Background: an optimization exercise with open tools, aiming at small area and a short achievable clock period. Do not read the settings as production practice.
Where RTL was checked, it was by simulation tests only, not by an equivalence proof against the original.
Power is estimated from default activity; no workload was simulated. The flow treats the clock pin as an ideal source, which a real chip does not have.

// irq_target
module irq_target #(
    parameter N  = 128,
    parameter IW = 7
) (
    input  wire          clk,
    input  wire          rst,             
    input  wire [N-1:0]  src_line,        
    input  wire          cfg_we,          
    input  wire [IW-1:0] cfg_idx,
    input  wire          cfg_sense,       
    input  wire          cfg_en,
    input  wire [3:0]    cfg_prio,
    input  wire          pend_clr,        
    input  wire [IW-1:0] clr_idx,
    input  wire          ack,             
    input  wire          eoi,             
    output wire [N-1:0]  pend,
    output wire          irq,             
    output wire [IW-1:0] cand_src,
    output wire [3:0]    cand_prio,
    output wire [4:0]    run_prio,        
    output wire          ack_valid,       
    output wire [9:0]    ack_src,         
    output wire [15:0]   spurious_cnt,
    output wire [15:0]   eoi_empty_cnt
);
Size: roughly 4500 cells after synthesis, about 1100 flip-flops, about 340 I/O pins.
==> flow/config.mk <==
export PLATFORM = sky130hd
export DESIGN_NAME = irq_target
export DESIGN_NICKNAME = irq_target
export VERILOG_FILES = /design/flow/design.v
export SDC_FILE = /design/flow/constraint.sdc
export NUM_CORES = 4
export LEC_CHECK = 0
export ABC_CLOCK_PERIOD_IN_PS = 40
export CAP_MARGIN = 20
export CORE_MARGIN = 2
export CORE_UTILIZATION = 55
export PLACE_DENSITY = 0.7
export SETUP_SLACK_MARGIN = 5
export SLEW_MARGIN = 20
==> flow/constraint.sdc <==
create_clock -name core_clock -period 240.0 [get_ports {clk}]
set_input_delay 48.0000 -clock core_clock [delete_from_list [all_inputs] [get_ports {clk}]]
set_output_delay 48.0000 -clock core_clock [all_outputs]
set_load 0.01 [all_outputs]
standard.sh (not shown) runs the stock make flow with config.mk's settings and CLKGATE_MAP_FILE= SYNTH_SCRIPT=/design/flow/synth_recipe.tcl, a recipe that flattens the netlist after the stock synthesis.
==> flow/flow/run.sh <==
#!/bin/bash
# The standard ORFS layout (standard.sh) with three changes in how it is made:
# - ports are buffered with a plain buffer (buf_1) instead of a clock-delay
#   buffer;
# - clock tree synthesis clusters more flip-flops per leaf buffer (at most 30
#   within 110 um) and inserts no dummy loads;
# - timing repair aims at a setup slack of 183.5 ns (the SDC is unchanged), so
#   that it sizes up the gates of the candidate logic on the slowest paths.
# Synthesis is the standard one, run unchanged. Each step's full output goes
# to its own log file in this folder.
set -uo pipefail
export BUFFER_PORTS_ARGS="-buffer_cell sky130_fd_sc_hd__buf_1"
export CTS_ARGS="-sink_clustering_enable -repair_clock_nets -dont_use_dummy_load -buf_list sky130_fd_sc_hd__clkbuf_16 -sink_clustering_size 30 -sink_clustering_max_diameter 110"
bash standard.sh synth > synth.log 2>&1 || exit 1
sed -e "s/SETUP_SLACK_MARGIN=[0-9.]*/SETUP_SLACK_MARGIN=183.5/" standard.sh > standard_margin.sh
bash standard_margin.sh > layout.log 2>&1
Rerun with:
==> flow/flow/run.sh (replaced) <==
#!/bin/bash
# The standard ORFS layout (standard.sh) with three changes in how it is made:
# - ports are buffered with a plain buffer (buf_1) instead of a clock-delay
#   buffer;
# - clock tree synthesis clusters more flip-flops per leaf buffer (at most 25
#   within 100 um) and inserts no dummy loads;
# - timing repair aims at a setup slack of 183 ns (the SDC is unchanged), so
#   that it sizes up the gates of the candidate logic on the slowest paths.
# Synthesis is the standard one, run unchanged. Each step's full output goes
# to its own log file in this folder.
set -uo pipefail
export BUFFER_PORTS_ARGS="-buffer_cell sky130_fd_sc_hd__buf_1"
export CTS_ARGS="-sink_clustering_enable -repair_clock_nets -dont_use_dummy_load -buf_list sky130_fd_sc_hd__clkbuf_16 -sink_clustering_size 25 -sink_clustering_max_diameter 100"
bash standard.sh synth > synth.log 2>&1 || exit 1
sed -e "s/SETUP_SLACK_MARGIN=[0-9.]*/SETUP_SLACK_MARGIN=183/" standard.sh > standard_margin.sh
bash standard_margin.sh > layout.log 2>&1
CORE_UTILIZATION = 40   (was 55)
PLACE_DENSITY = unset   (was 0.7)
Effect: The changed run finished with timing, DRC and antenna clean. Flip-flop and latch count does not change. Power rises by 2.1%. Setup slack is worse by 360 ps.
Rerun with:
--- a/flow/flow/run.sh
+++ b/flow/flow/run.sh
@@ -6,3 +6,3 @@
 #   within 100 um) and inserts no dummy loads;
-# - timing repair aims at a setup slack of 183 ns (the SDC is unchanged), so
+# - timing repair aims at a setup slack of 183.5 ns (the SDC is unchanged), so
 #   that it sizes up the gates of the candidate logic on the slowest paths.
@@ -14,3 +14,3 @@
 bash standard.sh synth > synth.log 2>&1 || exit 1
-sed -e "s/SETUP_SLACK_MARGIN=[0-9.]*/SETUP_SLACK_MARGIN=183/" standard.sh > standard_margin.sh
+sed -e "s/SETUP_SLACK_MARGIN=[0-9.]*/SETUP_SLACK_MARGIN=183.5/" standard.sh > standard_margin.sh
 bash standard_margin.sh > layout.log 2>&1
CORE_UTILIZATION = 55   (was 40)
PLACE_DENSITY = 0.7   (was unset)
The new run passed the timing, design-rule and antenna checks.
Wire length decreases by 5.4%.
Total power decreases by 0.90%.
Cell area decreases by 0.94%.
Sequential share of layout area increases by 0.51 points.
Via count barely changes.
Synthesized cell count is unchanged.
Area after synthesis does not change.
Critical path depth decreases by 3.
Clock power decreases by 2.8%.

irq_target, a different RTL version from the one above (not shown whole).
For scale: about 4600 cells after synthesis, about 1100 flip-flops, about 340 I/O pins, about 50000 um^2 of cells after synthesis.
clock: 240.0 ns
lec_check: 0
abc_clock_period_in_ps: 40
cap_margin: 20
core_margin: 2
core_utilization: 40
setup_slack_margin: 5
slew_margin: 20
==> flow/flow/run.sh <==
#!/bin/bash
# The standard ORFS layout (standard.sh) with two changes in how it is made:
# ports are buffered with a plain buffer (buf_1) instead of a clock-delay
# buffer, and clock tree synthesis clusters more flip-flops per leaf buffer
# (at most 25 within 100 um) and inserts no dummy loads.
# Synthesis is the standard one, run unchanged. Each step's full output goes
# to its own log file in this folder.
set -uo pipefail
export BUFFER_PORTS_ARGS="-buffer_cell sky130_fd_sc_hd__buf_1"
export CTS_ARGS="-sink_clustering_enable -repair_clock_nets -dont_use_dummy_load -buf_list sky130_fd_sc_hd__clkbuf_16 -sink_clustering_size 25 -sink_clustering_max_diameter 100"
bash standard.sh synth > synth.log 2>&1 || exit 1
bash standard.sh > layout.log 2>&1
Then changed:
==> flow/flow/run.sh (replaced) <==
#!/bin/bash
# The standard ORFS layout (standard.sh) with three changes in how it is made:
# - ports are buffered with a plain buffer (buf_1) instead of a clock-delay
#   buffer;
# - clock tree synthesis clusters more flip-flops per leaf buffer (at most 25
#   within 100 um) and inserts no dummy loads;
# - timing repair aims at a setup slack of 183 ns (the SDC is unchanged), so
#   that it sizes up the gates of the candidate logic on the slowest paths.
# Synthesis is the standard one, run unchanged. Each step's full output goes
# to its own log file in this folder.
set -uo pipefail
export BUFFER_PORTS_ARGS="-buffer_cell sky130_fd_sc_hd__buf_1"
export CTS_ARGS="-sink_clustering_enable -repair_clock_nets -dont_use_dummy_load -buf_list sky130_fd_sc_hd__clkbuf_16 -sink_clustering_size 25 -sink_clustering_max_diameter 100"
bash standard.sh synth > synth.log 2>&1 || exit 1
sed -e "s/SETUP_SLACK_MARGIN=[0-9.]*/SETUP_SLACK_MARGIN=183/" standard.sh > standard_margin.sh
bash standard_margin.sh > layout.log 2>&1
Outcome: Setup slack improved by 2400 ps. Non-clock buffer count goes up by 35. Power goes up by about 3.2%. Routed wire length goes up by 0.53%.

The RTL this note starts from:
==> flow/design.v <==
module irq_target #(
    parameter N  = 128,
    parameter IW = 7
) (
    input  wire          clk,
    input  wire          rst,             
    input  wire [N-1:0]  src_line,        
    input  wire          cfg_we,          
    input  wire [IW-1:0] cfg_idx,
    input  wire          cfg_sense,       
    input  wire          cfg_en,
    input  wire [3:0]    cfg_prio,
    input  wire          pend_clr,        
    input  wire [IW-1:0] clr_idx,
    input  wire          ack,             
    input  wire          eoi,             
    output wire [N-1:0]  pend,
    output wire          irq,             
    output wire [IW-1:0] cand_src,
    output wire [3:0]    cand_prio,
    output wire [4:0]    run_prio,        
    output wire          ack_valid,       
    output wire [9:0]    ack_src,         
    output wire [15:0]   spurious_cnt,
    output wire [15:0]   eoi_empty_cnt
);
    reg [N-1:0] sense_q;
    reg [N-1:0] en_q;
    reg [N-1:0] p0_q, p1_q, p2_q, p3_q;   
    reg [N-1:0] line_q;
    reg [N-1:0] pend_q;
    reg [15:0]  stk_q;                    
    reg         ack_valid_q;
    reg         ack_spur_q;
    reg [IW-1:0] ack_idx_q;
    reg [15:0]  spurious_q;
    reg [15:0]  eoi_empty_q;
    reg [4:0] run;
    integer j;
    always @* begin
        run = 5'd16;
        for (j = 15; j >= 0; j = j - 1)
            if (stk_q[j]) run = j[4:0];
    end
    wire [N-1:0] v = pend_q & en_q;
    wire [15:0] gv;                       
    wire [3:0]  gm [0:15];                
    wire [2:0]  gi [0:15];                
    genvar g;
    generate
        for (g = 0; g < 16; g = g + 1) begin : grp
            wire [7:0] v8  = v[8*g +: 8];
            wire [7:0] q3  = p3_q[8*g +: 8];
            wire [7:0] q2  = p2_q[8*g +: 8];
            wire [7:0] q1  = p1_q[8*g +: 8];
            wire [7:0] q0  = p0_q[8*g +: 8];
            wire [7:0] a3 = v8 & ~q3;
            wire       z3 = |a3;
            wire [7:0] s3 = z3 ? a3 : v8;
            wire [7:0] a2 = s3 & ~q2;
            wire       z2 = |a2;
            wire [7:0] s2 = z2 ? a2 : s3;
            wire [7:0] a1 = s2 & ~q1;
            wire       z1 = |a1;
            wire [7:0] s1 = z1 ? a1 : s2;
            wire [7:0] a0 = s1 & ~q0;
            wire       z0 = |a0;
            wire [7:0] s0 = z0 ? a0 : s1;
            assign gv[g] = |v8;
            assign gm[g] = {~z3, ~z2, ~z1, ~z0};
            assign gi[g] = s0[0] ? 3'd0 : s0[1] ? 3'd1 : s0[2] ? 3'd2 : s0[3] ? 3'd3 :
                           s0[4] ? 3'd4 : s0[5] ? 3'd5 : s0[6] ? 3'd6 : 3'd7;
        end
    endgenerate
    reg [15:0] gq3, gq2, gq1, gq0;
    integer t;
    always @* begin
        for (t = 0; t < 16; t = t + 1) begin
            gq3[t] = gm[t][3];
            gq2[t] = gm[t][2];
            gq1[t] = gm[t][1];
            gq0[t] = gm[t][0];
        end
    end
    wire [15:0] b3 = gv & ~gq3;
    wire        y3 = |b3;
    wire [15:0] r3 = y3 ? b3 : gv;
    wire [15:0] b2 = r3 & ~gq2;
    wire        y2 = |b2;
    wire [15:0] r2 = y2 ? b2 : r3;
    wire [15:0] b1 = r2 & ~gq1;
    wire        y1 = |b1;
    wire [15:0] r1 = y1 ? b1 : r2;
    wire [15:0] b0 = r1 & ~gq0;
    wire        y0 = |b0;
    wire [15:0] r0 = y0 ? b0 : r1;
    wire [3:0] m     = {~y3, ~y2, ~y1, ~y0};
    wire       found = (|gv) && ({1'b0, m} < run);
    reg [3:0] gsel;
    integer k;
    always @* begin
        gsel = 4'd0;
        for (k = 15; k >= 0; k = k - 1)
            if (r0[k]) gsel = k[3:0];
    end
    wire [IW-1:0] low = {gsel, gi[gsel]};
    wire [IW-1:0] best_idx  = found ? low : {IW{1'b0}};
    wire [3:0]    best_prio = found ? m   : 4'd0;
    wire claim_ok = ack && found;
    wire empty    = (stk_q == 16'd0);
    wire [15:0] stk_pop = (eoi && !empty) ? (stk_q & (stk_q - 16'd1)) : stk_q;
    wire [15:0] stk_nxt = claim_ok ? (stk_pop | (16'd1 << m)) : stk_pop;
    wire [N-1:0] we_dec  = cfg_we   ? ({{(N-1){1'b0}}, 1'b1} << cfg_idx) : {N{1'b0}};
    wire [N-1:0] clr_dec = pend_clr ? ({{(N-1){1'b0}}, 1'b1} << clr_idx) : {N{1'b0}};
    wire [N-1:0] clm_dec = claim_ok ? ({{(N-1){1'b0}}, 1'b1} << low)     : {N{1'b0}};
    wire [N-1:0] take     = we_dec | ~sense_q | (src_line & ~line_q);
    wire [N-1:0] pend_nxt = (take & src_line) | (~take & pend_q & ~(clr_dec | clm_dec));
    integer n;
    always @(posedge clk) begin
        line_q <= src_line;
        for (n = 0; n < N; n = n + 1) begin
            if (we_dec[n] | rst) begin
                sense_q[n] <= cfg_sense & ~rst;
                en_q[n]    <= cfg_en & ~rst;
            end
            if (we_dec[n]) begin
                p0_q[n] <= cfg_prio[0];
                p1_q[n] <= cfg_prio[1];
                p2_q[n] <= cfg_prio[2];
                p3_q[n] <= cfg_prio[3];
            end
        end
        if (rst) begin
            pend_q      <= {N{1'b0}};
            stk_q       <= 16'd0;
            ack_valid_q <= 1'b0;
            ack_spur_q  <= 1'b0;
            ack_idx_q   <= {IW{1'b0}};
            spurious_q  <= 16'd0;
            eoi_empty_q <= 16'd0;
        end else begin
            pend_q <= pend_nxt;
            stk_q  <= stk_nxt;
            if (eoi && empty && eoi_empty_q != 16'hFFFF)
                eoi_empty_q <= eoi_empty_q + 16'd1;
            ack_valid_q <= ack;
            if (ack) begin
                ack_spur_q <= !found;
                ack_idx_q  <= found ? low : {IW{1'b1}};
            end
            if (ack && !found && spurious_q != 16'hFFFF)
                spurious_q <= spurious_q + 16'd1;
        end
    end
    assign pend          = pend_q;
    assign irq           = found;
    assign cand_src      = best_idx;
    assign cand_prio     = best_prio;
    assign run_prio      = run;
    assign ack_valid     = ack_valid_q;
    assign ack_src       = {{(10-IW){ack_spur_q}}, ack_idx_q};
    assign spurious_cnt  = spurious_q;
    assign eoi_empty_cnt = eoi_empty_q;
endmodule
export LEC_CHECK = 0
export ABC_CLOCK_PERIOD_IN_PS = 40
export CAP_MARGIN = 20
export CORE_MARGIN = 2
export CORE_UTILIZATION = 40
export SETUP_SLACK_MARGIN = 5
export SLEW_MARGIN = 20
create_clock -name core_clock -period 240.0 [get_ports {clk}]
==> flow/flow/run.sh <==
#!/bin/bash
# The standard ORFS layout (standard.sh), with three changes in how it is made:
# ports buffered with a plain buffer instead of a clock-delay buffer, no dummy
# clock-tree loads, and optionally a larger setup margin for timing repair.
# Each tool's full output goes to its own log in this folder.
set -uo pipefail
MARGIN=$(cat flow/margin.txt 2>/dev/null || echo 5)
export BUFFER_PORTS_ARGS="-buffer_cell sky130_fd_sc_hd__buf_2"
export CTS_ARGS="-sink_clustering_enable -repair_clock_nets -dont_use_dummy_load"
# synthesis exactly as the standard flow runs it
bash standard.sh synth > synth.log 2>&1 || exit 1
# the rest of the standard flow, with the setup margin for repair_timing
sed -e "s/SETUP_SLACK_MARGIN=[0-9.]*/SETUP_SLACK_MARGIN=$MARGIN/" standard.sh > standard_margin.sh
bash standard_margin.sh > layout.log 2>&1
==> flow/flow/margin.txt <==
188
Next try:
removed: flow/flow/margin.txt
=> Global-route usage fell by 0.71 points. Sequential share of layout area came out higher by 2.8 points. Clock power is about the same. First-iteration DRC count rose by 14%.
No functional check of the RTL was part of any run of this note.

[re-timing with driven ports]
Ports are ideal in the flow. The routed layouts listed here were re-timed in OpenROAD. Step 1 (the two cells are an assumption about what drives the block):
set clk [get_ports {clk}]
set_driving_cell -lib_cell sky130_fd_sc_hd__clkbuf_16 $clk
set_driving_cell -lib_cell sky130_fd_sc_hd__buf_2 [delete_from_list [all_inputs] $clk]
Step 2 also shifts input and output timing later by t, the mid clock arrival at the registers, as if the neighbouring blocks saw the same clock. Slacks: ideal ports / drivers / drivers and shift; pairs: ideal ports / drivers.
run | t (ns) | setup slack, ns | slew at the worst register clock pin (ns) | pins driven straight from the clock port
the first run of note 1 | 0.701 | 183.643 / 183.570 / 184.271 | 0.12 / 0.12 | 1
the second run of note 1 | 0.739 | 183.286 / 183.211 / 183.950 | 0.11 / 0.11 | 1
the third run of note 1 | 0.709 | 183.601 / 183.528 / 184.237 | 0.11 / 0.11 | 1
the first run of note 2 | 0.748 | 180.789 / 180.711 / 181.459 | 0.11 / 0.11 | 1
the second run of note 2 | 0.748 | 183.159 / 183.078 / 183.826 | 0.11 / 0.11 | 1
the first run of note 3 | 0.824 | 183.761 / 183.686 / 184.509 | 0.07 / 0.07 | 1
the second run of note 3 | 0.813 | 179.319 / 179.241 / 180.054 | 0.06 / 0.06 | 1
After both steps setup and hold are still met in every run listed.
